What follows belongs to an exercise in optimizing a design on an open flow for small area and a short achievable clock period; a production flow would make more cautious choices.
The RTL was checked by simulation tests, not by an equivalence proof against the original design.

==> flow/design.v, too long to show whole: its modules and the start of the top module <==
// module le_fpu_rshift: 16 lines
// module le_fpu_norm: 17 lines
// module le_fpu_mul: 1231 lines
// module le_fpu_fa: 4 lines
// module le_fpu_ha: 4 lines
// module le_fpu_bpp: 3 lines
// module le_fpu: 235 lines
module le_fpu (
    input  wire        clk,
    input  wire        rst,         
    input  wire        in_valid,
    input  wire [31:0] in_insn,
    input  wire [31:0] in_a,        
    input  wire [31:0] in_b,        
    output reg         out_valid,
    output reg         out_fault,   
    output reg         out_wen,     
    output reg  [4:0]  out_rd,
    output reg  [31:0] out_data
);
  // ...
==> flow/run.sh <==
#!/bin/bash
# synth_recipe.tcl (not shown) runs the flow's synth.tcl, then flattens the netlist and writes it again
# the make line also repeats each setting of config.mk as NAME=value (left out here)
make -C /OpenROAD-flow-scripts/flow DESIGN_CONFIG=/design/flow/config.mk WORK_HOME=/design/flow/orfs CLKGATE_MAP_FILE= SYNTH_SCRIPT=/design/flow/synth_recipe.tcl finish
==> flow/config.mk <==
export PLATFORM = sky130hd
export DESIGN_NAME = le_fpu
export DESIGN_NICKNAME = le_fpu
export VERILOG_FILES = /design/flow/design.v
export SDC_FILE = /design/flow/constraint.sdc
export NUM_CORES = 4
export LEC_CHECK = 0
export ABC_CLOCK_PERIOD_IN_PS = 13000
export CAP_MARGIN = 20
export CORE_MARGIN = 2
export CORE_UTILIZATION = 65
export SETUP_SLACK_MARGIN = 0.3
export SLEW_MARGIN = 20
export SYNTH_HIERARCHICAL = 1
export SYNTH_MINIMUM_KEEP_SIZE = 0
==> flow/constraint.sdc <==
create_clock -name core_clock -period 16.0 [get_ports {clk}]
set_input_delay 3.2000 -clock core_clock [delete_from_list [all_inputs] [get_ports {clk}]]
set_output_delay 3.2000 -clock core_clock [all_outputs]
set_load 0.01 [all_outputs]
==> qor.txt, run 1 <==
Number of enable flip-flop cells after synthesis - 0
Largest family of logic cells by synthesized area - compound AO/OA/AOI/OAI gates
CP startpoint - in_a[29]
GR Util met1 - 60.0%
Die footprint - 0.0496 mm2
CP Capture Type - flip-flop
Average cell area after synthesis - 8.47 um2
Gr usage total - 46.6%
Synth Area in Adders - 24.2%
DR WL/cell - 27.7 um
Post-Syn Area - 0.0311 mm2
Fin area - 0.0327 mm2
Startpoint types - input pin
# hold bufs at CTS - 0
CP Buf/Inv Count - 4
Status - no timing/DRC/antenna violations
Post-CTS Setup Bufs - 0
Post-place setup slack - 2920 ps
Number of clock sinks - 58
Commonest non-fill, non-tap cell in the layout - xnor2_1
Logic inverters - 125
Placed instance area - 0.0324 mm2
Commonest cells after routing, fill and taps aside - xnor2_1 (397), a22oi_2 (276), fa_1 (270), a21oi_1 (263), nand2_1 (258)
Iteration-0 DRC Markers - 4148
#FFs+latches synth - 58
Fraction of area in registers - 3.57%
Synth Instances - 3673
Layout cells sized above 1 - 15.5%
Synth Area in Compound Gates - 29.9%
GR met3 Demand/Resource - 11.9%
==> run 2: changes to the inputs <==
--- a/flow/config.mk
+++ b/flow/config.mk
@@ -10,3 +10,3 @@
 export CORE_MARGIN = 2
-export CORE_UTILIZATION = 65
+export CORE_UTILIZATION = 30
 export SETUP_SLACK_MARGIN = 0.3
==> run 2 against run 1 <==
Still clean. Die area grew 110%. Maximum frequency grew 1.3%. First-iteration DRC count shrank 20%. Sequential share of layout area shrank 0.14 points. Area after synthesis is the same. Core utilization shrank 36 points. Critical path type unchanged.
==> qor.txt, run 2 <==
Status - no timing/DRC/antenna violations
Final setup viols - 0
Worst path arrival time - 13310 ps
# hold bufs at CTS - 0 (unchanged)
Max reg flops - 32
Yosys warnings - 8
Delay of the slowest critical-path stage - 1050 ps
Initial Utilization - 30.1%
CP Capture Type - flip-flop
# IOs - 139
Final WS setup - 2850 ps
CTS buffer count - 9
Primary FF master, synth - dfxtp_1
Gr usage total - 22.4% (-24 points)
Final period utilization - 82.2%
CP Buf/Inv Count - 3 (-1)
Most frequent cell after synthesis - xnor2_1
Multiplexer area fraction after synthesis - 6.83%
Vias per inst - 5.96
Post-CTS Setup Bufs - 0 (unchanged)
MaxCap Viol Count - 0
Number of clock sinks - 58 (unchanged)
Final Hold Vio Count - 0
FF/Latch Area - 0.00116 mm2
RSZ-0062 raised after global routing - false
Startpoint types - input pin
Commonest cells in the netlist - xnor2_1 (397), a22oi_2 (276), fa_1 (270), a21oi_1 (263), nand2_1 (259)
Ys async rst share - 0%
Fmax achieved - 76.0 MHz
Synth unique cells - 112
First-pass GRT wire length - 187000 um
Post-Syn Area - 0.0311 mm2 (unchanged)
Via count - 30216
CP max stage cell - o21ai_0
Initial antenna violation count - 1
Simple-gate share of the synthesized area - 14.5%
Commonest cells after routing, fill and taps aside - xnor2_1 (397), a22oi_2 (276), fa_1 (270), a21oi_1 (263), nand2_1 (258)
Vias in the first global route - 29367
Diodes inserted - 0
Drt drc - 0
DR WL/cell - 24.4 um (-12%)
Number of enable flip-flop cells after synthesis - 0 (unchanged)
Cell family with most CP delay - compound AO/OA/AOI/OAI gates
Nets - 4221
CTS tree - built
Top flop regs - r_val (32), r_exp (10), r_rd (5)
Post-synthesis sequential area ratio - 3.73%
FP Rows - 118
1st-pass router iterations - 5
Final Max Tran Viols - 0
Grt total ovfl - 0
CTS clk-pin slew, worst paths - 50 ps
Routability cong. - 0.958
Average cell area after synthesis - 8.47 um2 (unchanged)
Synth Instances - 3673 (unchanged)
DIE HEIGHT - 326 um
Synth Area in Compound Gates - 29.9% (unchanged)
Crit-path max FO - 28
Largest register by flop count - r_val
CP required - 16160 ps
Relative slew slack - 27.2%
Yosys top cell area share - 17.4%
CORE AREA - 0.103 mm2
Crit path kind - input pin to flip-flop
Clk buf depth - 2
Hold slack - 3320 ps
Detailed Place HPWL - 89300 um
Die footprint - 0.106 mm2 (+110%)
Post_cts resized - 0
Iteration-0 DRC Markers - 3323 (-20%)
Final wirelength - 124000 um
Placed instance area - 0.0335 mm2 (+3.5%)
Fin area - 0.0339 mm2 (+3.5%)
Layout cells sized above 1 - 15.8% (+0.33 points)
Clock root buffer - clkbuf_16
Final Critical Period - 13150 ps
Synth area leaders - fa_1 (17%), xnor2_1 (11%), a22oi_2 (11%)
Post-place setup slack - 2670 ps (-246 ps)
Min-Delay Path Class - input pin to flip-flop
Area taken by multi-input logic gates - 0.0282 mm2
Largest net degree at the start of global routing - 67
Largest family of logic cells by synthesized area - compound AO/OA/AOI/OAI gates
Area leader, netlist - fa_1
Area delta synth->final - 8.95%
Worst-Margin Slew - 1080 ps
Die X - 326 um
H-tree levels - 3
Setup TNS - 0 ps
Detail Route Antenna Nets - 0
Commonest non-fill, non-tap cell in the layout - xnor2_1
Xor/xnor cell area share of the yosys netlist - 14.2%
#FFs+latches synth - 58 (unchanged)
PortBufs - 133
Synth Area in Adders - 24.2% (unchanged)
# fillers - 10832
[run 2: changes by cell type in the layout (fill, tap and decap cells not counted), moves of 2 or more]
cell      delta
xor2_4       +7
dfxtp_2      +2
buf_4       +11
dfxtp_4      -2
xor2_2       -7
diode_2      -2
clkbuf_8     +2
[run 2: path summary, 6_finish.rpt]
path / startpoint / endpoint / slack (ps) / depth (start not counted)
worst max-delay path: in_b[16] / r_val[30]$_DFF_P_ / 2850 / 30
worst min-delay path: in_insn[21] / r_rd[0]$_DFF_P_ / 3320 / 1
[run 2: area by class of cell]
cell class	count	area share [%]
Clock buffer	12	0.786
Clock inverter	4	0.214
Inverter	125	1.40
Multi-Input combinational cell	3255	83.3
Sequential cell	58	3.43
Tap cell	1380	5.09
Timing Repair Buffer	235	5.73
[run 2: metal layers]
| layer | vias to the layer above | part of all wire, % | routed length, um | global-route usage [%] |
|---|---|---|---|---|
| met2 | 1688 | 45 | 55600 | 35.8 |
| met4 | 0 | 5.4 | 6700 | 10.6 |
| met5 | - | 0 | 0 | 0 |
| met1 | 14874 | 41 | 50400 | 29.7 |
| li1 | 13348 | - | - | - |
| met3 | 306 | 9.0 | 11200 | 3.29 |
[run 2: per-module statistics from Yosys, one instance, submodules excluded, excerpt]
| module | cells inside | area (um2) |
|---|---|---|
| le_fpu_fa | 1 | 20.0 |
| le_fpu_norm | 245 | 1820 |
| le_fpu | 1985 | 13500 |
| le_fpu_rshift | 329 | 2460 |
| le_fpu_ha | 1 | 12.5 |
| le_fpu_mul | 276 | 1910 |
[run 2: through the flow]
step	utilization, %	cells
after floorplan	-	3716
after global placement	32.5	5052
after detailed placement	32.5	5052
after CTS	32.8	5068
after global routing	32.8	5069
final	32.8	5069
[run 2: logic make-up (layout without fill, tap and decap cells)]
family | after synthesis | after routing
simple gates | 915 | 915
fa+ha+maj | 439 | 439
flops | 58 | 58
compound gates | 1179 | 1179
other cells | 2 | 45
mux | 182 | 182
buf+inv | 403 | 376
xor+xnor | 495 | 495
==> module le_fpu, before the edit <==
module le_fpu (
    input  wire        clk,
    input  wire        rst,         
    input  wire        in_valid,
    input  wire [31:0] in_insn,
    input  wire [31:0] in_a,        
    input  wire [31:0] in_b,        
    output reg         out_valid,
    output reg         out_fault,   
    output reg         out_wen,     
    output reg  [4:0]  out_rd,
    output reg  [31:0] out_data
);
    wire [5:0] op   = in_insn[31:26];
    wire [4:0] f_rb = in_insn[15:11];
    wire [4:0] f_rc = in_insn[10:6];
    wire [5:0] func = in_insn[5:0];
    reg legal;
    always @(*) begin
        legal = 1'b0;
        if (op == 6'h04) begin
            case (func)
                6'h00, 6'h01, 6'h02, 6'h07, 6'h08:
                    legal = (f_rc == 5'd0);
                6'h09, 6'h0A, 6'h0B, 6'h0C, 6'h0D, 6'h0E:
                    legal = (f_rb == 5'd0) && (f_rc == 5'd0);
                default:
                    legal = 1'b0;
            endcase
        end
    end
    wire f_add  = (func[5:1] == 5'b00000);              
    wire f_sub  = func[0];
    wire f_mul  = (func == 6'h02);
    wire f_mm   = (func == 6'h07) || (func == 6'h08);
    wire f_min  = (func == 6'h07);
    wire f_abs  = (func == 6'h09);
    wire f_neg  = (func == 6'h0A);
    wire f_cif  = (func == 6'h0B) || (func == 6'h0D);   
    wire f_qif  = func[2];                               
    wire f_cfi  = (func == 6'h0C) || (func == 6'h0E);   
    wire f_qfi  = func[1];                               
    wire f_pass = f_mm | f_abs | f_neg;
    wire        sa = in_a[31];
    wire [7:0]  ea = in_a[30:23];
    wire [22:0] fa = in_a[22:0];
    wire        a_zero = (ea == 8'd0);
    wire        a_emax = (ea == 8'hFF);
    wire        a_fnz  = (fa != 23'd0);
    wire        a_inf  = a_emax & ~a_fnz;
    wire        a_nan  = a_emax & a_fnz;
    wire        sb = in_b[31];
    wire [7:0]  eb = in_b[30:23];
    wire [22:0] fb = in_b[22:0];
    wire        b_zero = (eb == 8'd0);
    wire        b_emax = (eb == 8'hFF);
    wire        b_fnz  = (fb != 23'd0);
    wire        b_inf  = b_emax & ~b_fnz;
    wire        b_nan  = b_emax & b_fnz;
    wire a_ge = (in_a[30:0] >= in_b[30:0]);
    wire a_eq = (in_a[30:0] == in_b[30:0]);
    wire        sb_eff  = sb ^ f_sub;
    wire        eff_sub = sa ^ sb_eff;
    wire        sel_a   = ~f_add | ~a_ge;
    wire        z_sel   = sel_a ? a_zero : b_zero;
    wire [22:0] f_sel   = sel_a ? fa : fb;
    wire [31:0] s_in    = f_cif ? in_a : {1'b0, ~z_sel, f_sel & {23{~z_sel}}, 7'd0};
    wire [8:0]  d_ab    = {1'b0, ea} - {1'b0, eb};
    wire [7:0]  d_ba    = eb - ea;
    wire [7:0]  d_exp   = d_ab[8] ? d_ba : d_ab[7:0];
    wire [8:0]  t_cvt   = (f_qfi ? 9'd126 : 9'd157) - {1'b0, ea};
    wire        cvt_sat = t_cvt[8];                      
    wire [7:0]  sh_full = f_add ? d_exp : (f_cif ? 8'd0 : t_cvt[7:0]);
    wire [32:0] w;
    wire        stk;
    le_fpu_rshift u_rshift (
        .x  (s_in),
        .sh (sh_full[4:0]),
        .big(sh_full[7:5] != 3'd0),
        .w  (w),
        .stk(stk)
    );
    wire [31:0] x_add  = f_add ? {1'b0, 1'b1, (a_ge ? fa : fb), 7'd0} : 32'd0;
    wire [31:0] y_add  = {w[32:2], w[1] | (f_add & (w[0] | stk))};
    wire        inv    = f_add ? eff_sub : sa;
    wire        cin    = inv;
    wire        cfi_up  = w[0] & (stk | w[1]);
    wire [31:0] cfi_val = w[32:1] ^ {32{sa}};
    wire        cfi_inc = sa ^ cfi_up;
    wire [32:0] add_t  = {x_add, 1'b1} + {y_add ^ {32{inv}}, cin};
    wire [31:0] sum    = add_t[32:1];
    wire [47:0] mul_s, mul_c;
    le_fpu_mul u_mul (
        .a({1'b1, fa}),
        .b({1'b1, fb}),
        .s(mul_s),
        .c(mul_c)
    );
    wire [47:0] mul_p  = mul_s + mul_c;
    wire        mul_st = (mul_p[21:0] != 22'd0);
    wire mag_a_ge = b_zero | (~a_zero & a_ge);
    wire mag_a_le = a_zero | (~b_zero & (~a_ge | a_eq));
    wire a_le_b = (sa & ~sb) | (~sa & ~sb & mag_a_le) | (sa & sb & mag_a_ge);
    wire a_ge_b = (~sa & sb) | (~sa & ~sb & mag_a_ge) | (sa & sb & mag_a_le);
    wire pick_a = ~f_mm | b_nan | (~a_nan & (f_min ? a_le_b : a_ge_b));
    wire        p_sign = pick_a ? (f_abs ? 1'b0 : (sa ^ f_neg)) : sb;
    wire [30:0] p_mag  = pick_a ? (a_zero ? 31'd0 : in_a[30:0])
                                : (b_zero ? 31'd0 : in_b[30:0]);
    reg        c_rnd, c_sign, c_nan, c_inf, c_zero, c_sat, c_cfi, c_inc;
    reg [9:0]  c_exp;
    reg [31:0] c_val;
    always @(*) begin
        c_rnd  = 1'b0;
        c_nan  = 1'b0;
        c_inf  = 1'b0;
        c_zero = 1'b0;
        c_sat  = 1'b0;
        c_cfi  = 1'b0;
        c_inc  = cfi_inc;
        c_sign = sa;
        c_exp  = 10'd0;
        c_val  = sum;
        if (f_add) begin
            c_sign = a_ge ? sa : sb_eff;
            c_exp  = {2'd0, (a_ge ? ea : eb)} + 10'd1;
            if (a_nan | b_nan | (a_inf & b_inf & eff_sub))
                c_nan = 1'b1;
            else if (a_inf | b_inf) begin
                c_inf  = 1'b1;
                c_sign = a_inf ? sa : sb_eff;
            end else if (a_zero & b_zero) begin
                c_zero = 1'b1;
                c_sign = sa & sb_eff;
            end else
                c_rnd = 1'b1;
        end else if (f_mul) begin
            c_sign = sa ^ sb;
            c_exp  = {2'd0, ea} + {2'd0, eb} - 10'd126;
            c_val  = {mul_p[47:22], mul_st, 5'd0};
            if (a_nan | b_nan | (a_inf & b_zero) | (b_inf & a_zero))
                c_nan = 1'b1;
            else if (a_inf | b_inf)
                c_inf = 1'b1;
            else if (a_zero | b_zero)
                c_zero = 1'b1;
            else
                c_rnd = 1'b1;
        end else if (f_pass) begin
            c_val = {p_sign, p_mag};
            c_nan = f_mm ? (a_nan & b_nan) : a_nan;
        end else if (f_cif) begin
            c_exp = f_qif ? 10'd127 : 10'd158;
            c_rnd = 1'b1;
        end else begin
            c_cfi = 1'b1;
            c_val = cfi_val;
            if (a_nan) begin
                c_zero = 1'b1;
                c_sign = 1'b0;
            end else if (a_inf | cvt_sat)
                c_sat = 1'b1;
        end
    end
    reg        r_rnd, r_sign, r_nan, r_inf, r_zero, r_sat, r_cfi, r_inc;
    reg [9:0]  r_exp;
    reg [31:0] r_val;
    reg        r_valid, r_fault, r_wen;
    reg [4:0]  r_rd;
    always @(posedge clk) begin
        if (rst)
            r_valid <= 1'b0;
        else
            r_valid <= in_valid;
    end
    always @(posedge clk) begin
        r_fault <= ~legal;
        r_wen   <= legal;
        r_rd    <= in_insn[25:21];
        r_rnd   <= c_rnd;
        r_sign  <= c_sign;
        r_nan   <= c_nan;
        r_inf   <= c_inf;
        r_zero  <= c_zero;
        r_sat   <= c_sat;
        r_cfi   <= c_cfi;
        r_inc   <= c_inc;
        r_exp   <= c_exp;
        r_val   <= c_val;
    end
    wire [31:0] nn;
    wire [4:0]  lz;
    le_fpu_norm u_norm (
        .x (r_val),
        .n (nn),
        .lz(lz)
    );
    wire        g_n  = nn[7];
    wire        s_n  = (nn[6:0] != 7'd0);
    wire        up   = g_n & (s_n | nn[8]);
    wire [24:0] m_r  = {1'b0, nn[31:8]} + {24'd0, up};
    wire        cy   = m_r[24];                  
    wire signed [9:0] e0 = $signed(r_exp) - $signed({5'd0, lz});
    wire [7:0]  e_out = cy ? (e0[7:0] + 8'd1) : e0[7:0];
    wire        ex_ge255 = ($signed(r_exp) >= 10'sd255);
    wire        ex_ge256 = ($signed(r_exp) >= 10'sd256);
    wire        ex_eq254 = (r_exp == 10'd254);
    wire        ex_eq255 = (r_exp == 10'd255);
    wire        ovf = r_val[31] ? (ex_ge255 | (cy & ex_eq254))
                    : (r_val[30] & (ex_ge256 | (cy & ex_eq255)));
    wire        ex_neg = r_exp[9];
    wire        ex_big = ~r_exp[9] & (r_exp[8:5] != 4'd0);
    wire        unf = ex_neg | (~ex_big & (cy ? (r_exp[4:0] < lz) : (r_exp[4:0] <= lz)));
    wire        val_zero = (r_val == 32'd0);
    wire [31:0] cfi_r = r_val + {31'd0, r_inc};
    always @(*) begin
        out_valid = r_valid;
        out_fault = r_fault;
        out_wen   = r_wen;
        out_rd    = r_rd;
        if (r_nan)
            out_data = 32'h7FC0_0000;
        else if (r_inf | (r_rnd & ovf))
            out_data = {r_sign, 8'hFF, 23'd0};
        else if (r_rnd & val_zero)
            out_data = 32'd0;
        else if (r_zero | (r_rnd & unf))
            out_data = {r_sign, 31'd0};
        else if (r_cfi)
            out_data = (r_sat | (~r_sign & cfi_r[31])) ? {r_sign, {31{~r_sign}}} : cfi_r;
        else if (r_rnd)
            out_data = {r_sign, e_out, m_r[22:0]};
        else
            out_data = r_val;
    end
endmodule
==> run 3: changes to the inputs <==
--- a/flow/design.v
+++ b/flow/design.v
@@ -1373,4 +1373,7 @@
     );
-    wire [47:0] mul_p  = mul_s + mul_c;
-    wire        mul_st = (mul_p[21:0] != 22'd0);
+    wire [22:0] mul_lo = {1'b0, mul_s[21:0]} + {1'b0, mul_c[21:0]};
+    wire        mul_cy = mul_lo[22];
+    wire [21:0] mul_t  = mul_s[21:0] ^ mul_c[21:0];
+    wire [21:0] mul_o  = {mul_s[20:0] | mul_c[20:0], 1'b0};
+    wire        mul_st = (mul_t != mul_o);
     wire mag_a_ge = b_zero | (~a_zero & a_ge);
@@ -1383,3 +1386,3 @@
                                 : (b_zero ? 31'd0 : in_b[30:0]);
-    reg        c_rnd, c_sign, c_nan, c_inf, c_zero, c_sat, c_cfi, c_inc;
+    reg        c_rnd, c_sign, c_nan, c_inf, c_zero, c_sat, c_cfi, c_inc, c_mul;
     reg [9:0]  c_exp;
@@ -1394,2 +1397,3 @@
         c_inc  = cfi_inc;
+        c_mul  = f_mul;
         c_sign = sa;
@@ -1413,3 +1417,3 @@
             c_exp  = {2'd0, ea} + {2'd0, eb} - 10'd126;
-            c_val  = {mul_p[47:22], mul_st, 5'd0};
+            c_val  = {mul_s[47:22], mul_cy, mul_st, 4'd0};
             if (a_nan | b_nan | (a_inf & b_zero) | (b_inf & a_zero))
@@ -1438,5 +1442,6 @@
     end
-    reg        r_rnd, r_sign, r_nan, r_inf, r_zero, r_sat, r_cfi, r_inc;
+    reg        r_rnd, r_sign, r_nan, r_inf, r_zero, r_sat, r_cfi, r_inc, r_mul;
     reg [9:0]  r_exp;
     reg [31:0] r_val;
+    reg [25:0] r_mc;                     
     reg        r_valid, r_fault, r_wen;
@@ -1461,12 +1466,18 @@
         r_inc   <= c_inc;
+        r_mul   <= c_mul;
         r_exp   <= c_exp;
         r_val   <= c_val;
+        r_mc    <= mul_c[47:22];
     end
-    wire [31:0] nn;
-    wire [4:0]  lz;
+    wire [31:0] nz;
+    wire [4:0]  lz_n;
     le_fpu_norm u_norm (
         .x (r_val),
-        .n (nn),
-        .lz(lz)
+        .n (nz),
+        .lz(lz_n)
     );
+    wire [25:0] mp   = r_val[31:6] + r_mc + {25'd0, r_val[5]};
+    wire [31:0] nm   = mp[25] ? {mp, r_val[4], 5'd0} : {mp[24:0], r_val[4], 6'd0};
+    wire [31:0] nn   = r_mul ? nm : nz;
+    wire [4:0]  lz   = r_mul ? {4'd0, ~mp[25]} : lz_n;
     wire        g_n  = nn[7];
@@ -1482,4 +1493,6 @@
     wire        ex_eq255 = (r_exp == 10'd255);
-    wire        ovf = r_val[31] ? (ex_ge255 | (cy & ex_eq254))
-                    : (r_val[30] & (ex_ge256 | (cy & ex_eq255)));
+    wire        top1 = r_mul ? mp[25] : r_val[31];
+    wire        top2 = r_mul | r_val[30];
+    wire        ovf = top1 ? (ex_ge255 | (cy & ex_eq254))
+                    : (top2 & (ex_ge256 | (cy & ex_eq255)));
     wire        ex_neg = r_exp[9];
--- a/flow/config.mk
+++ b/flow/config.mk
@@ -7,7 +7,6 @@
 export LEC_CHECK = 0
-export ABC_CLOCK_PERIOD_IN_PS = 13000
 export CAP_MARGIN = 20
 export CORE_MARGIN = 2
-export CORE_UTILIZATION = 30
-export SETUP_SLACK_MARGIN = 0.3
+export CORE_UTILIZATION = 45
+export SETUP_SLACK_MARGIN = 5
 export SLEW_MARGIN = 20
==> run 3 against run 2 <==
Area after synthesis is 4.5% higher. Via count is 3.6% higher. Final area increased by 4.7%. Highest routed layer is now met5. Non-clock buffer count rose by 18. Worst hold slack got worse by 44 ps. Flip-flop and latch count grew 27. Final cell count down 5.5%.
==> qor.txt, run 3 <==
Commonest cells after routing, fill and taps aside - xnor2_1 (405), a22oi_2 (276), fa_1 (271), nor2_1 (241), nand2_1 (236)
Detailed Place HPWL - 88200 um (-1.2%)
Initial Utilization - 45.5% (+15 points)
Largest net degree at the start of global routing - 53 (-21%)
CP required - 12800 ps (-3360 ps)
Hold slack - 3280 ps (-44.0 ps)
Via count - 31310 (+3.6%)
Initial antenna violation count - 3 (+2)
Final Max Tran Viols - 0 (unchanged)
Synth Instances - 3798 (+3.4%)
FP Rows - 98 (-17%)
Layout cells sized above 1 - 18.0% (+2.2 points)
Top flop regs - r_val (32), r_mc (26), r_exp (10)
Area leader, netlist - fa_1
Status - no timing/DRC/antenna violations
Gr usage total - 33.3% (+11 points)
H-tree levels - 3 (unchanged)
Max reg flops - 32 (unchanged)
Crit path kind - flip-flop to output pin
Detail Route Antenna Nets - 0 (unchanged)
1st-pass router iterations - 8 (+3)
Die footprint - 0.0744 mm2 (-30%)
Grt total ovfl - 0 (unchanged)
DIE HEIGHT - 273 um (-16%)
Worst path arrival time - 7650 ps (-5660 ps)
Nets - 4388 (+4.0%)
Final Critical Period - 10850 ps (-2300 ps)
CORE AREA - 0.0715 mm2 (-31%)
Worst-Margin Slew - 1010 ps (-67.2 ps)
#FFs+latches synth - 85 (+47%)
Routability cong. - 0.937 (-2.1%)
Vias per inst - 6.54 (+9.7%)
DR WL/cell - 26.6 um (+8.9%)
Vias in the first global route - 29948 (+2.0%)
Iteration-0 DRC Markers - 3488 (+5.0%)
Average cell area after synthesis - 8.56 um2 (+1.1%)
Clk buf depth - 2 (unchanged)
Crit-path max FO - 28 (unchanged)
Setup TNS - 0 ps (unchanged)
Relative slew slack - 32.2% (+5.0 points)
# fillers - 6964 (-36%)
Number of clock sinks - 85 (+47%)
MaxCap Viol Count - 0 (unchanged)
Synth area leaders - fa_1 (17%), xnor2_1 (11%), a22oi_2 (11%)
CTS buffer count - 9 (unchanged)
RSZ-0062 raised after global routing - false
# hold bufs at CTS - 0 (unchanged)
Startpoint types - flip-flop
Area delta synth->final - 9.15%
CP Capture Type - output pin
Final setup viols - 0 (unchanged)
Final wirelength - 127000 um (+2.9%)
Commonest cells in the netlist - xnor2_1 (405), a22oi_2 (276), fa_1 (271), nor2_1 (244), nand2_1 (240)
PortBufs - 133 (unchanged)
Most frequent cell after synthesis - xnor2_1
Largest register by flop count - r_val
Clock root buffer - clkbuf_16
Fmax achieved - 92.1 MHz (+21%)
Final Hold Vio Count - 0 (unchanged)
First-pass GRT wire length - 191000 um (+2.2%)
CTS clk-pin slew, worst paths - 70 ps (+20 ps)
Commonest non-fill, non-tap cell in the layout - xnor2_1
CTS tree - built
Post-synthesis sequential area ratio - 5.23% (+1.5 points)
# IOs - 139 (unchanged)
Final period utilization - 67.8% (-14 points)
Synth unique cells - 121 (+8.0%)
Post-Syn Area - 0.0325 mm2 (+4.5%)
Die X - 273 um (-16%)
Min-Delay Path Class - input pin to flip-flop
Yosys warnings - 8 (unchanged)
Primary FF master, synth - dfxtp_1
Ys async rst share - 0% (unchanged)
Number of enable flip-flop cells after synthesis - 0 (unchanged)
Drt drc - 0 (unchanged)
Yosys top cell area share - 16.7% (-0.69 points)
[run 3: cell types whose count changed after synthesis, sizes merged, moves of 14 or more]
cell and delta:
a211oi -16, a21oi -35, a31oi +14, dfxtp +27, ha +19, inv +42
mux2i +16, nand2 -18, nor2 +24, o221ai +17, xor2 -23
[run 3: repair_timing]
| item | CTS | global route |
|---|---|---|
| pin swaps | 9 | 8 |
| buffers inserted | 7 | 6 |
| endpoints found under the setup margin | 38 | 42 |
| resized for setup | 108 | 77 |
| cloned | 2 | 3 |
[run 3: cell families after synthesis]
kind of cell    Yosys count  synth area share [%]
other cells               2                0.0231
compound gates         1177                  29.0
fa+ha+maj               458                  23.9
buf+inv                 444                  6.97
flops                    85                  5.23
xor+xnor                480                  13.2
mux                     199                  7.07
simple gates            953                  14.7
[run 3: modules after synthesis (local to each module, per instance)]
module / flops+latches / cells inside
le_fpu: 85 / 2110
le_fpu_bpp: 0 / 2
le_fpu_fa: 0 / 1
le_fpu_ha: 0 / 1
le_fpu_mul: 0 / 276
le_fpu_norm: 0 / 245
le_fpu_rshift: 0 / 329
[run 3: final timing paths]
| check | from | to | slack, ps | cells past startpoint |
|---|---|---|---|---|
| min | in_insn[24] | r_rd[3]$_DFF_P_ | 3280 | 1 |
| max | r_val[16]$_DFF_P_ | out_data[9] | 5150 | 19 |
[run 3: critical path, cell delays in order (launching register included)]
cell and delay [ps]:
dfxtp_1 580, or4_4 700, o41a_1 440, o31ai_2 70, buf_4 280, inv_4 200
o41ai_4 150, nand2_4 240, inv_4 370, mux2_1 380, mux2_2 280, mux2_2 270
a221oi_1 660, or4_1 320, nor2_1 140, a311o_1 450, a21oi_4 310, nand2_2 370
nor2_1 430, clkdlybuf4s50_1 610
[run 3: per-stage QoR]
| step | cell area (um2) | util [%] | worst slack (ps) | instances |
|---|---|---|---|---|
| after floorplan | 32700 | - | 5760 | 3841 |
| after global placement | 34400 | 48.1 | 2770 | 4752 |
| after detailed placement | 34400 | 48.1 | 2720 | 4752 |
| after CTS | 35200 | 49.2 | 4990 | 4777 |
| after global routing | 35500 | 49.6 | 4910 | 4786 |
| final | 35500 | 49.6 | 5150 | 4789 |
[run 3: routing by layer]
layer / global-route usage (%) / routed length [um]
met5: 0 / 13
met2: 52.7 / 57000
met4: 15.3 / 6640
met1: 44.4 / 51700
met3: 5.68 / 12200
[run 3: final cells by class]
class	count	area, um2	share of cell area, %
Antenna cell	3	7.51	0.0212
Tap cell	950	1190	3.35
Sequential cell	85	1700	4.80
Timing Repair Buffer	253	2150	6.05
Inverter	170	648	1.83
Clock inverter	7	104	0.293
Clock buffer	9	225	0.635
Multi-Input combinational cell	3312	29500	83.0
==> run 4: changes to the inputs <==
--- a/flow/config.mk
+++ b/flow/config.mk
@@ -10,3 +10,3 @@
 export CORE_UTILIZATION = 45
-export SETUP_SLACK_MARGIN = 5
+export SETUP_SLACK_MARGIN = 0.3
 export SLEW_MARGIN = 20
==> run 4 against run 3 <==
Maximum frequency is 17% lower. First-iteration DRC count is 2.5% lower. Worst hold slack hardly changed. Sequential share of layout area is 0.10 points higher. Die area stayed put. Count of clock-buffer cells in the layout stayed put. Global-route usage is 0.19 points lower. Core utilization is 1.0 points lower. Non-clock buffer count is 18 lower. Area after synthesis stayed put. Critical endpoint is now r_val[31]$_DFF_P_.
==> qor.txt, run 4 <==
CTS buffer count - 9 (unchanged)
PortBufs - 133 (unchanged)
Commonest cells after routing, fill and taps aside - xnor2_1 (405), a22oi_2 (276), fa_1 (271), nor2_1 (242), nand2_1 (239)
Largest register by flop count - r_val
#FFs+latches synth - 85 (unchanged)
Post_cts resized - 0 (-100%)
Final Max Tran Viols - 0 (unchanged)
Min-Delay Path Class - input pin to flip-flop
Hold path cells - 1 (unchanged)
Commonest non-fill, non-tap cell in the layout - xnor2_1
Iteration-0 DRC Markers - 3402 (-2.5%)
DR WL/cell - 26.5 um (-0.41%)
Routability cong. - 0.937 (unchanged)
Vias in the first global route - 29767 (-0.60%)
Gr usage total - 33.1% (-0.19 points)
RSZ-0062 raised after global routing - false
Final Hold Vio Count - 0 (unchanged)
Relative slew slack - 29.5% (-2.7 points)
CTS tree - built
First-pass GRT wire length - 190000 um (-0.57%)
CORE AREA - 0.0715 mm2 (unchanged)
Detail Route Antenna Nets - 0 (unchanged)
Clock root buffer - clkbuf_16
Worst path arrival time - 13340 ps (+5690 ps)
Max reg flops - 32 (unchanged)
Commonest cells in the netlist - xnor2_1 (405), a22oi_2 (276), fa_1 (271), nor2_1 (244), nand2_1 (240)
Crit path kind - input pin to flip-flop
Yosys warnings - 8 (unchanged)
Number of clock sinks - 85 (unchanged)
CTS clk-pin slew, worst paths - 70 ps (about the same)
Delay of the slowest critical-path stage - 790 ps (+90 ps)
Final wirelength - 126000 um (-0.83%)
Vias per inst - 6.54 (about the same)
Area delta synth->final - 6.90%
MaxCap Viol Count - 0 (unchanged)
H-tree levels - 3 (unchanged)
Via count - 31170 (-0.45%)
CP max stage cell - clkdlybuf4s50_1
Average cell area after synthesis - 8.56 um2 (unchanged)
Initial Utilization - 45.5% (unchanged)
Most frequent cell after synthesis - xnor2_1
DIE HEIGHT - 273 um (unchanged)
Synth unique cells - 121 (unchanged)
Final period utilization - 81.7% (+14 points)
Post-Syn Area - 0.0325 mm2 (unchanged)
Number of enable flip-flop cells after synthesis - 0 (unchanged)
Ys async rst share - 0% (unchanged)
Primary FF master, synth - dfxtp_1
Crit-path max FO - 47 (+68%)
Initial antenna violation count - 3 (unchanged)
Area leader, netlist - fa_1
Setup TNS - 0 ps (unchanged)
Status - no timing/DRC/antenna violations
Grt total ovfl - 0 (unchanged)
Drt drc - 0 (unchanged)
Largest net degree at the start of global routing - 53 (unchanged)
Detailed Place HPWL - 88200 um (unchanged)
Nets - 4370 (-0.41%)
Fmax achieved - 76.5 MHz (-17%)
Worst-Margin Slew - 1050 ps (+41.5 ps)
Post-synthesis sequential area ratio - 5.23% (unchanged)
Synth Instances - 3798 (unchanged)
CP required - 16270 ps (+3470 ps)
CP Capture Type - flip-flop
1st-pass router iterations - 7 (-1)
Yosys top cell area share - 16.7% (unchanged)
FP Rows - 98 (unchanged)
Post-CTS Setup Bufs - 0 (-7)
# hold bufs at CTS - 0 (unchanged)
# IOs - 139 (unchanged)
Clk buf depth - 2 (unchanged)
Top flop regs - r_val (32), r_mc (26), r_exp (10)
Final Critical Period - 13070 ps (+2220 ps)
Synth area leaders - fa_1 (17%), xnor2_1 (11%), a22oi_2 (11%)
Die X - 273 um (unchanged)
Final setup viols - 0 (unchanged)
Die footprint - 0.0744 mm2 (unchanged)
Layout cells sized above 1 - 15.5% (-2.5 points)
Startpoint types - input pin
## run 4: cell count changes in the layout (fill, tap and decap cells not counted), moves of 9 or more
cell | before | now
buf_6 | 9 | 0
clkdlybuf4s50_1 | 76 | 98
o21ai_2 | 27 | 14
o21ai_0 | 179 | 199
o22ai_1 | 23 | 33
dlymetal6s2s_1 | 10 | 0
## run 4: cells by family (layout without fill, tap and decap cells)
logic type | count (synthesis) | in the layout | share of synthesized area [%]
flip-flops | 85 | 85 | 5.23
other | 2 | 46 | 0.0231
XOR/XNOR | 480 | 480 | 13.2
adder cells (fa/ha/maj) | 458 | 458 | 23.9
buffers and inverters | 444 | 421 | 6.97
AND/OR/NAND/NOR | 953 | 953 | 14.7
AO/OA/AOI/OAI | 1177 | 1177 | 29.0
multiplexers | 199 | 199 | 7.07
## run 4: per-layer routing
| layer | track usage, % | vias up | part of all wire, % |
|---|---|---|---|
| met5 | 0 | - | 0.010 |
| met4 | 15.7 | 2 | 5.2 |
| met3 | 5.85 | 373 | 9.5 |
| met2 | 52.0 | 1814 | 45 |
| met1 | 44.1 | 15212 | 41 |
| li1 | - | 13769 | - |
## run 4: worst paths after layout
kind	start	end	slack, ps
worst max-delay path	in_a[27]	r_val[31]$_DFF_P_	2930
worst min-delay path	in_insn[24]	r_rd[3]$_DFF_P_	3280
## run 4: per-stage QoR
step	utilization (%)	cells	area, um2	hold WS (ps)	worst slack, ps
2_1_floorplan	-	3841	32700	3230	5760
5_1_grt	48.6	4768	34800	3270	2590
6_report	48.6	4769	34800	3280	2930
3_5_place_dp	48.1	4752	34400	3650	2720
4_1_cts	48.6	4768	34700	3270	3040
3_3_place_gp	48.1	4752	34400	3650	2770
## run 4: layout make-up
cell class / instances / area, um2
antenna: 1 / 2.50
clock buffer: 9 / 225
clock inverter: 7 / 104
fill: 7003 / 36700
inverter: 170 / 643
multi-input combinational: 3312 / 29000
sequential: 85 / 1700
tap: 950 / 1190
timing repair buffer: 235 / 1920
## run 4: modules after synthesis, one instance, submodules excluded
| module | flops+latches | cells | area [um2] |
|---|---|---|---|
| le_fpu_ha | 0 | 1 | 12.5 |
| le_fpu_mul | 0 | 276 | 1910 |
| le_fpu | 85 | 2110 | 14900 |
| le_fpu_bpp | 0 | 2 | 21.3 |
| le_fpu_norm | 0 | 245 | 1820 |
| le_fpu_fa | 0 | 1 | 20.0 |
| le_fpu_rshift | 0 | 329 | 2460 |
## run 4: worst max-delay path, delay by kind of cell
kind | cells | cell delay, ps
buffers and inverters | 6 | 1960
muxes | 2 | 590
and+or+nand+nor | 10 | 2580
adders and majority gates | 1 | 370
xor gates and xnor gates | 1 | 130
AOI/OAI and AO/OA | 13 | 4490
==> run 5: changes to the inputs <==
==> flow/flow/run.sh (new file) <==
#!/bin/bash
set -euo pipefail
export SETUP_SLACK_MARGIN=${SETUP_SLACK_MARGIN:-8}
export BUFFER_PORTS_ARGS="-buffer_cell sky130_fd_sc_hd__buf_2"
bash standard.sh > run.log 2>&1
==> flow/standard.sh (new file) <==
#!/bin/bash
# synth_recipe.tcl (not shown) runs the flow's synth.tcl, then flattens the netlist and writes it again
# the make line also repeats each setting of config.mk as NAME=value (left out here)
make -C /OpenROAD-flow-scripts/flow DESIGN_CONFIG=/design/flow/config.mk WORK_HOME=/design/flow/orfs CLKGATE_MAP_FILE= SYNTH_SCRIPT=/design/flow/synth_recipe.tcl "${@:-finish}"
--- a/flow/config.mk
+++ b/flow/config.mk
@@ -10,3 +10,2 @@
 export CORE_UTILIZATION = 45
-export SETUP_SLACK_MARGIN = 0.3
 export SLEW_MARGIN = 20
removed: flow/run.sh
==> run 5 against run 4 <==
Core utilization rose by 6.4 points. Synthesized cell count did not move. Die area did not move. Flip-flop and latch count stayed put. Final cell count increased by 5.4%. Sequential share of layout area shrank 0.44 points. Critical path type unchanged. Largest cell class unchanged.
==> qor.txt, run 5 <==
DR WL/cell - 27.0 um (+1.8%)
Average cell area after synthesis - 8.56 um2 (unchanged)
Drt drc - 0 (unchanged)
Multiplexer area fraction after synthesis - 7.07% (unchanged)
Simple-gate share of the synthesized area - 14.7% (unchanged)
Hold slack - 2930 ps (-347 ps)
1st-pass router iterations - 9 (+2)
Clk buf depth - 2 (unchanged)
Synth area leaders - fa_1 (17%), xnor2_1 (11%), a22oi_2 (11%)
Number of enable flip-flop cells after synthesis - 0 (unchanged)
Synth Area in Adders - 23.9% (unchanged)
Initial antenna violation count - 7 (+4)
CP required - 16240 ps (-30 ps)
HP Start - in_insn[24]
Die X - 273 um (unchanged)
Crit-path max FO - 7 (-85%)
Worst Hold End - r_rd[3]$_DFF_P_
CORE AREA - 0.0715 mm2 (unchanged)
CTS clk-pin slew, worst paths - 70 ps (about the same)
Synth unique cells - 121 (unchanged)
Max reg flops - 32 (unchanged)
Yosys top cell area share - 16.7% (unchanged)
Post-synthesis sequential area ratio - 5.23% (unchanged)
Status - no timing/DRC/antenna violations
Area leader, netlist - fa_1
Detailed Place HPWL - 87000 um (-1.4%)
Commonest non-fill, non-tap cell in the layout - xnor2_1
MaxCap Viol Count - 0 (unchanged)
RSZ-0062 raised after global routing - true
Vias in the first global route - 31713 (+6.5%)
# IOs - 139 (unchanged)
Min-Delay Path Class - input pin to flip-flop
CP max stage cell - mux4_2
Nets - 4626 (+5.9%)
Hold path cells - 1 (unchanged)
Yosys warnings - 8 (unchanged)
Layout cells sized above 1 - 29.9% (+14 points)
Largest register by flop count - r_val
Crit path kind - input pin to flip-flop
Initial Utilization - 45.5% (unchanged)
CTS buffer count - 9 (unchanged)
Primary FF master, synth - dfxtp_1
# hold bufs at CTS - 0 (unchanged)
Area taken by multi-input logic gates - 0.0309 mm2 (+6.8%)
Final Hold Vio Count - 0 (unchanged)
Worst-Margin Slew - 1010 ps (-45.3 ps)
PortBufs - 133 (unchanged)
Setup TNS - 0 ps (unchanged)
Detail Route Antenna Nets - 0 (unchanged)
Final Critical Period - 9950 ps (-3130 ps)
FP Rows - 98 (unchanged)
Routability cong. - 0.950 (+1.4%)
Relative slew slack - 32.3% (+2.8 points)
Final wirelength - 136000 um (+7.3%)
Area delta synth->final - 20.9%
Final Max Tran Viols - 0 (unchanged)
Final period utilization - 62.2% (-20 points)
Via count - 33074 (+6.1%)
CTS tree - built
Delay of the slowest critical-path stage - 480 ps (-310 ps)
Commonest cells after routing, fill and taps aside - xnor2_1 (396), a22oi_2 (276), fa_1 (270), buf_4 (264), nor2_1 (233)
Iteration-0 DRC Markers - 4077 (+20%)
Die footprint - 0.0744 mm2 (unchanged)
Commonest cells in the netlist - xnor2_1 (405), a22oi_2 (276), fa_1 (271), nor2_1 (244), nand2_1 (240)
Final setup viols - 0 (unchanged)
#FFs+latches synth - 85 (unchanged)
Top flop regs - r_val (32), r_mc (26), r_exp (10)
H-tree levels - 3 (unchanged)
Gr usage total - 34.5% (+1.3 points)
Fmax achieved - 101 MHz (+31%)
Startpoint types - input pin
FF/Latch Area - 0.00175 mm2 (+2.9%)
Worst path arrival time - 10190 ps (-3150 ps)
Vias per inst - 6.58 (+0.66%)
Ys async rst share - 0% (unchanged)
Largest net degree at the start of global routing - 70 (+32%)
Grt total ovfl - 0 (unchanged)
Clock root buffer - clkbuf_16
DIE HEIGHT - 273 um (unchanged)
Number of clock sinks - 85 (unchanged)
First-pass GRT wire length - 198000 um (+4.0%)
# fillers - 6472 (-7.6%)
Xor/xnor cell area share of the yosys netlist - 13.2% (unchanged)
Most frequent cell after synthesis - xnor2_1
Synth Instances - 3798 (unchanged)
Synth Area in Compound Gates - 29.0% (unchanged)
Largest family of logic cells by synthesized area - compound AO/OA/AOI/OAI gates
CP Capture Type - flip-flop
Post-Syn Area - 0.0325 mm2 (unchanged)
## run 5: cell counts after synthesis
Identical to the previous run, type by type.
## run 5: area by class of cell
| class | count | share of cell area [%] |
|---|---|---|
| Sequential cell | 85 | 4.46 |
| Multi-Input combinational cell | 3316 | 78.7 |
| Timing Repair Buffer | 485 | 11.2 |
| Inverter | 170 | 1.80 |
| Timing Repair inverter | 2 | 0.0446 |
| Clock buffer | 10 | 0.582 |
| Tap cell | 950 | 3.02 |
| Antenna cell | 3 | 0.0191 |
| Clock inverter | 6 | 0.185 |
## run 5: stage by stage
stage               area [um2]  setup WS [ps]  instances  utilization, %
finish                   39300           6050       5027            55.0
detailed placement       34300           3680       4744            48.0
CTS                      37200           6180       4886            52.1
floorplan                33300           6580       3841               -
global placement         34300           3710       4744            48.0
global route             39300           5810       5025            55.0
## run 5: critical path: cells and delay by family
kind / cells / cell delay, ps
AO/OA/AOI/OAI: 14 / 2540
AND/OR/NAND/NOR: 10 / 2040
buffers and inverters: 8 / 970
multiplexers: 2 / 790
adder cells (fa/ha/maj): 2 / 530
XOR/XNOR: 1 / 110
## run 5: logic make-up after synthesis
group,count (synthesis)
buffers and inverters,444
AOI/OAI and AO/OA,1177
DFF,85
muxes,199
adders and majority gates,458
other,2
xor gates and xnor gates,480
and+or+nand+nor,953
## run 5: repair_timing
item                                    in CTS  in global routing
setup buffers                              112                129
cloned                                      14                  9
endpoints found under the setup margin      65                 64
gates resized for setup                    343                205
pin swaps                                   96                114
## run 5: worst max-delay path by stage
stage                         from                 to  slack, ps  depth (start not counted)
after global routing      in_b[23]  r_val[20]$_DFF_P_       5810                         39
after CTS                 in_a[29]  r_val[31]$_DFF_P_       6180                         32
after detailed placement  in_a[16]  r_val[30]$_DFF_P_       3680                         36
final                     in_a[27]  r_val[20]$_DFF_P_       6050                         37
after floorplan           in_a[27]  r_val[30]$_DFF_P_       6580                         33
after global placement    in_a[16]  r_val[30]$_DFF_P_       3710                         36
## run 5: per-module statistics from Yosys (local to each module, per instance)
module	flip-flops and latches	cells	cell area, um2	times used
le_fpu	85	2110	14900	1
le_fpu_fa	0	1	20.0	264
le_fpu_rshift	0	329	2460	1
le_fpu_norm	0	245	1820	1
le_fpu_bpp	0	2	21.3	276
le_fpu_ha	0	1	12.5	22
le_fpu_mul	0	276	1910	1
## run 5: layer usage
layer	wire length (um)	vias to the layer above	GRT usage [%]
met1	53300	16188	44.8
met2	59600	2054	54.4
li1	-	14314	-
met4	8790	8	17.9
met5	126	-	0.257
met3	13800	510	6.50
==> run 6: changes to the inputs <==
==> flow/flow/run.sh (replaced) <==
#!/bin/bash
set -euo pipefail
export SETUP_SLACK_MARGIN=${SETUP_SLACK_MARGIN:-5}
export BUFFER_PORTS_ARGS="-buffer_cell sky130_fd_sc_hd__buf_2"
bash standard.sh > run.log 2>&1
==> run 6 against run 5 <==
Final area down 12%. Worst hold slack better by 13 ps. Final cell count down 5.0%. Synthesized cell count unchanged. First-iteration DRC count down 17%. Largest cell class unchanged.
==> qor.txt, run 6 <==
CP Buf/Inv Count - 5 (-3)
Detailed Place HPWL - 87100 um (+0.10%)
# IOs - 139 (unchanged)
Die X - 273 um (unchanged)
MaxCap Viol Count - 0 (unchanged)
Crit path kind - input pin to flip-flop
Primary FF master, synth - dfxtp_1
DIE HEIGHT - 273 um (unchanged)
Grt total ovfl - 0 (unchanged)
CP required - 16220 ps (-20 ps)
1st-pass router iterations - 7 (-2)
Vias in the first global route - 30010 (-5.4%)
Post-Syn Area - 0.0325 mm2 (unchanged)
Average cell area after synthesis - 8.56 um2 (unchanged)
Synth unique cells - 121 (unchanged)
Number of clock sinks - 85 (unchanged)
Commonest cells in the netlist - xnor2_1 (405), a22oi_2 (276), fa_1 (271), nor2_1 (244), nand2_1 (240)
CTS buffer count - 9 (unchanged)
Clk buf depth - 2 (unchanged)
Synth Instances - 3798 (unchanged)
H-tree levels - 3 (unchanged)
Yosys warnings - 8 (unchanged)
Area delta synth->final - 6.43%
CP max stage cell - mux4_2
Initial Utilization - 45.5% (unchanged)
Startpoint types - input pin
Final period utilization - 67.4% (+5.2 points)
Iteration-0 DRC Markers - 3366 (-17%)
Initial antenna violation count - 4 (-3)
Post-synthesis sequential area ratio - 5.23% (unchanged)
Relative slew slack - 30.8% (-1.5 points)
PortBufs - 133 (unchanged)
Hold slack - 2950 ps (+12.6 ps)
CP startpoint - in_a[27]
Yosys top cell area share - 16.7% (unchanged)
Commonest non-fill, non-tap cell in the layout - xnor2_1
Max reg flops - 32 (unchanged)
Via count - 31119 (-5.9%)
Layout cells sized above 1 - 19.4% (-10 points)
Worst path arrival time - 11010 ps (+820 ps)
Clock root buffer - clkbuf_16
Final Hold Vio Count - 0 (unchanged)
RSZ-0062 raised after global routing - false
Cell family with most CP delay - compound AO/OA/AOI/OAI gates
Synth area leaders - fa_1 (17%), xnor2_1 (11%), a22oi_2 (11%)
Area leader, netlist - fa_1
Routability cong. - 0.954 (+0.42%)
Crit-path max FO - 26 (+19)
Final wirelength - 125000 um (-8.1%)
Detail Route Antenna Nets - 0 (unchanged)
First-pass GRT wire length - 188000 um (-5.1%)
CP Capture Type - flip-flop
CTS tree - built
FP Rows - 98 (unchanged)
Min-Delay Path Class - input pin to flip-flop
Ys async rst share - 0% (unchanged)
Status - no timing/DRC/antenna violations
Number of enable flip-flop cells after synthesis - 0 (unchanged)
Largest register by flop count - r_val
Fmax achieved - 92.7 MHz (-7.8%)
Commonest cells after routing, fill and taps aside - xnor2_1 (405), a22oi_2 (276), fa_1 (271), nor2_1 (241), nand2_1 (237)
Die footprint - 0.0744 mm2 (unchanged)
Critical Path End - r_val[30]$_DFF_P_
DR WL/cell - 26.1 um (-3.3%)
Final setup viols - 0 (unchanged)
Final Max Tran Viols - 0 (unchanged)
Worst-Margin Slew - 1030 ps (+24.5 ps)
Critical path depth - 34 (-8.1%)
CORE AREA - 0.0715 mm2 (unchanged)
Setup TNS - 0 ps (unchanged)
Gr usage total - 32.6% (-1.9 points)
Vias per inst - 6.51 (-1.0%)
Most frequent cell after synthesis - xnor2_1
#FFs+latches synth - 85 (unchanged)
Delay of the slowest critical-path stage - 530 ps (+50 ps)
Largest net degree at the start of global routing - 70 (unchanged)
Nets - 4378 (-5.4%)
Top flop regs - r_val (32), r_mc (26), r_exp (10)
CTS clk-pin slew, worst paths - 70 ps (about the same)
Final Critical Period - 10790 ps (+839 ps)
Drt drc - 0 (unchanged)
==> run 6: cell counts after synthesis <==
No cell type changed its count.
==> run 6: worst min-delay path by stage <==
stage	startpoint	end	slack (ps)	cells after the start
floorplan	in_insn[21]	r_rd[0]$_DFF_P_	3230	0
global placement	in_insn[23]	r_rd[2]$_DFF_P_	3300	1
detailed placement	in_insn[23]	r_rd[2]$_DFF_P_	3300	1
CTS	in_insn[22]	r_rd[1]$_DFF_P_	2930	1
global route	in_insn[23]	r_rd[2]$_DFF_P_	2930	1
finish	in_insn[23]	r_rd[2]$_DFF_P_	2950	1
==> run 6: cell families (layout without fill, tap and decap cells) <==
logic type	Yosys count	after routing	synth area share (%)
other	2	47	0.0231
AOI/OAI and AO/OA	1177	1177	29.0
muxes	199	199	7.07
adders and majority gates	458	458	23.9
xor gates and xnor gates	480	480	13.2
and+or+nand+nor	953	953	14.7
buffers and inverters	444	429	6.97
DFF	85	85	5.23
==> run 6: Yosys stat by module, one instance, submodules excluded <==
module	cells inside	times used	cell area, um2
le_fpu_fa	1	264	20.0
le_fpu_ha	1	22	12.5
le_fpu_mul	276	1	1910
le_fpu	2110	1	14900
le_fpu_rshift	329	1	2460
le_fpu_norm	245	1	1820
le_fpu_bpp	2	276	21.3
==> run 6: cell type report <==
class | instances | area (um2)
antenna | 2 | 5.00
clock buffer | 10 | 239
clock inverter | 6 | 53.8
fill | 7062 | 36900
inverter | 170 | 646
multi-input combinational | 3312 | 29300
sequential | 85 | 1700
tap | 950 | 1190
timing repair buffer | 243 | 1510
==> run 6: layer usage <==
metal / track usage (%) / up-vias / routed length [um]
met5: 0 / - / 0
met4: 17.1 / 0 / 7320
met3: 5.48 / 349 / 11700
met2: 51.3 / 1788 / 55500
met1: 42.7 / 15165 / 50100
li1: - / 13817 / -
==> run 6: through the flow <==
step	area, um2	setup WS (ps)	instances	util, %
floorplan	32700	5760	3841	-
finish	34600	5210	4778	48.4
detailed placement	33900	3310	4749	47.4
global route	34600	4980	4777	48.4
global placement	33900	3290	4748	47.4
CTS	34300	5070	4765	48.0
==> run 6: repair_timing <==
item	CTS	global route
cloned	0	1
hold buffers	0	0
endpoints found under the setup margin	20	39
pin swaps	3	8
gates resized for setup	34	53
setup buffers	0	10
hold endpoints to repair	0	0
==> run 7: changes to the inputs <==
--- a/flow/config.mk
+++ b/flow/config.mk
@@ -9,3 +9,3 @@
 export CORE_MARGIN = 2
-export CORE_UTILIZATION = 45
+export CORE_UTILIZATION = 60
 export SLEW_MARGIN = 20
==> run 7 against run 6 <==
Non-clock buffer count grew 23. Critical path depth increased by 1. Via count rose by 5.5%. Critical path type unchanged. Setup slack got worse by 73 ps. Wire length is 4.8% higher. Final area increased by 0.21%. Area after synthesis unchanged. Count of clock-buffer cells in the layout stayed put. Worst hold slack lost 19 ps. Global-route usage grew 12 points. Final cell count shrank 4.8%.
==> qor.txt, run 7 <==
Nets - 4401 (+0.53%)
First-pass GRT wire length - 193000 um (+3.0%)
# fillers - 4618 (-35%)
Final setup viols - 0 (unchanged)
CP startpoint - in_a[30]
Iteration-0 DRC Markers - 4231 (+26%)
Number of enable flip-flop cells after synthesis - 0 (unchanged)
Startpoint types - input pin
Status - no timing/DRC/antenna violations
Max reg flops - 32 (unchanged)
CORE AREA - 0.0537 mm2 (-25%)
H-tree levels - 3 (unchanged)
Primary FF master, synth - dfxtp_1
Detailed Place HPWL - 88200 um (+1.3%)
Hold slack - 2930 ps (-18.6 ps)
DR WL/cell - 28.7 um (+10%)
Initial antenna violation count - 3 (-1)
Synth Area in Compound Gates - 29.0% (unchanged)
Commonest cells after routing, fill and taps aside - xnor2_1 (405), a22oi_2 (276), fa_1 (271), nor2_1 (241), nand2_1 (239)
Min-Delay Path Class - input pin to flip-flop
Fin cells - 4547 (-4.8%)
Largest register by flop count - r_val
Largest family of logic cells by synthesized area - compound AO/OA/AOI/OAI gates
Clk buf depth - 2 (unchanged)
Commonest non-fill, non-tap cell in the layout - xnor2_1
Drt drc - 0 (unchanged)
Grt total ovfl - 0 (unchanged)
MaxCap Viol Count - 0 (unchanged)
CP max stage cell - mux4_2
Synth Area in Adders - 23.9% (unchanged)
Die footprint - 0.0561 mm2 (-25%)
Placed instance count - 4493 (-5.4%)
CP required - 16210 ps (about the same)
Crit path kind - input pin to flip-flop
CTS tree - built
Critical Path End - r_val[28]$_DFF_P_
CTS clk-pin slew, worst paths - 70 ps (about the same)
PortBufs - 133 (unchanged)
Final Max Tran Viols - 0 (unchanged)
Initial Utilization - 60.5% (+15 points)
Vias in the first global route - 32186 (+7.3%)
Yosys warnings - 8 (unchanged)
CP Capture Type - flip-flop
Xor/xnor cell area share of the yosys netlist - 13.2% (unchanged)
Simple-gate share of the synthesized area - 14.7% (unchanged)
Fmax achieved - 92.1 MHz (-0.67%)
Routability cong. - 0.989 (+3.7%)
Die X - 237 um (-13%)
Yosys top cell area share - 16.7% (unchanged)
RSZ-0062 raised after global routing - false
Layout cells sized above 1 - 20.2% (+0.82 points)
Gr usage total - 44.7% (+12 points)
Largest net degree at the start of global routing - 70 (unchanged)
Post-synthesis sequential area ratio - 5.23% (unchanged)
Number of clock sinks - 85 (unchanged)
Worst path arrival time - 11080 ps (+70 ps)
Most frequent cell after synthesis - xnor2_1
Crit-path max FO - 47 (+81%)
Multiplexer area fraction after synthesis - 7.07% (unchanged)
Worst-Margin Slew - 979 ps (-55.2 ps)
Fin area - 0.0347 mm2 (+0.21%)
Final wirelength - 131000 um (+4.8%)
Synth area leaders - fa_1 (17%), xnor2_1 (11%), a22oi_2 (11%)
Post-Syn Area - 0.0325 mm2 (unchanged)
# IOs - 139 (unchanged)
Synth Instances - 3798 (unchanged)
Final period utilization - 67.9% (+0.46 points)
Final Util - 64.6% (+16 points)
#FFs+latches synth - 85 (unchanged)
Post-place setup slack - 3150 ps (-159 ps)
1st-pass router iterations - 6 (-1)
Top flop regs - r_val (32), r_mc (26), r_exp (10)
Area delta synth->final - 6.66%
Area leader, netlist - fa_1
Setup TNS - 0 ps (unchanged)
Commonest cells in the netlist - xnor2_1 (405), a22oi_2 (276), fa_1 (271), nor2_1 (244), nand2_1 (240)
Final Critical Period - 10860 ps (+73.2 ps)
CTS buffer count - 9 (unchanged)
Vias per inst - 7.22 (+11%)
Synth unique cells - 121 (unchanged)
Detail Route Antenna Nets - 0 (unchanged)
DIE HEIGHT - 237 um (-13%)
HP Start - in_insn[24]
Ys async rst share - 0% (unchanged)
Final WS setup - 5140 ps (-73.2 ps)
Relative slew slack - 34.3% (+3.5 points)
Placed instance area - 0.0335 mm2 (-1.2%)
Delay of the slowest critical-path stage - 500 ps (-30 ps)
Crit path top cell by count - buf_4
Final Hold Vio Count - 0 (unchanged)
Average cell area after synthesis - 8.56 um2 (unchanged)
FP Rows - 85 (-13%)
Via count - 32824 (+5.5%)
Clock root buffer - clkbuf_16
run 7: cell counts after synthesis:
No cell type changed its count.
run 7: repair_timing:
action	CTS	global route
cloned	2	5
hold buffers	0	0
setup buffers	4	25
pin swaps	4	14
resized for setup	72	75
endpoints found under the setup margin	20	18
run 7: layout make-up:
| cell class | instances | area (um2) | area share, % |
|---|---|---|---|
| antenna | 2 | 5.00 | 0.0144 |
| clock inverter | 6 | 72.6 | 0.209 |
| multi-input combinational | 3312 | 29200 | 84.4 |
| inverter | 170 | 653 | 1.88 |
| clock buffer | 10 | 229 | 0.660 |
| tap | 696 | 871 | 2.51 |
| timing repair buffer | 266 | 1890 | 5.46 |
| sequential | 85 | 1700 | 4.91 |
run 7: per-layer routing:
metal  vias up  GRT usage, %  part of all wire [%]
met5         -             0                     0
li1      13848             -                     -
met2      2521          68.4                    43
met4         0          24.2                   6.4
met3       616          12.6                    13
met1     15839          57.0                    38
run 7: cells by family after synthesis:
group                    after synthesis
AO/OA/AOI/OAI                       1177
AND/OR/NAND/NOR                      953
XOR/XNOR                             480
adder cells (fa/ha/maj)              458
buffers and inverters                444
multiplexers                         199
flip-flops                            85
other                                  2
run 7: worst max-delay path, delay by kind of cell:
kind            cells  cell delay [ps]
xor+xnor            1              150
simple gates        8             1900
compound gates     15             2960
buf+inv             7             1240
mux                 2              840
fa+ha+maj           2              710
run 7: worst min-delay path by stage:
| stage | endpoint | slack [ps] | depth (start not counted) |
|---|---|---|---|
| after floorplan | r_rd[0]$_DFF_P_ | 3230 | 0 |
| after global placement | r_rd[4]$_DFF_P_ | 3300 | 1 |
| after detailed placement | r_rd[3]$_DFF_P_ | 3300 | 1 |
| after CTS | r_rd[3]$_DFF_P_ | 2920 | 1 |
| after global routing | r_rd[2]$_DFF_P_ | 2930 | 1 |
| final | r_rd[3]$_DFF_P_ | 2930 | 1 |
run 7: Yosys stat by module (local to each module, per instance):
module,flip-flops and latches,cell area [um2],times used
le_fpu,85,14900,1
le_fpu_fa,0,20.0,264
le_fpu_bpp,0,21.3,276
le_fpu_mul,0,1910,1
le_fpu_norm,0,1820,1
le_fpu_ha,0,12.5,22
le_fpu_rshift,0,2460,1

re-timing with driven ports:
No port has a modelled driver above. Below, the same layouts with a new extraction and two added sets of constraints. Step 1 assumes that a clkbuf_16 drives the clock port and a buf_2 every other input. Step 2 moves the port delays by t, midway between the first and last clock arrival at a register: inputs arrive t later, outputs are due t later. That takes back most of the time a late clock gives input paths. a / b / c = no drivers / after step 1 / after step 2; a / b = the first two.
run | t (ns) | slack for setup (ns) | worst setup path at the end | worst register clock-pin slew, ns
run 1 | 0.366 | 2.682 / 2.700 / 2.333 | input to register | 0.05 / 0.05
run 2 | 0.355 | 2.851 / 2.859 / 2.503 | input to register | 0.05 / 0.05
run 3 | 0.402 | 5.146 / 5.093 / 4.806 | input to register | 0.07 / 0.07
run 4 | 0.401 | 2.925 / 2.948 / 2.547 | input to register | 0.07 / 0.07
run 5 | 0.401 | 6.051 / 6.011 / 5.610 | input to register | 0.07 / 0.07
run 6 | 0.396 | 5.212 / 5.242 / 4.847 | input to register | 0.07 / 0.07
run 7 | 0.409 | 5.138 / 5.161 / 4.751 | input to register | 0.07 / 0.07
After both steps setup and hold are still met in every run listed. For run 5, which loses most, drivers alone change the setup slack by -0.040 ns; drivers and shift together by -0.441 ns.
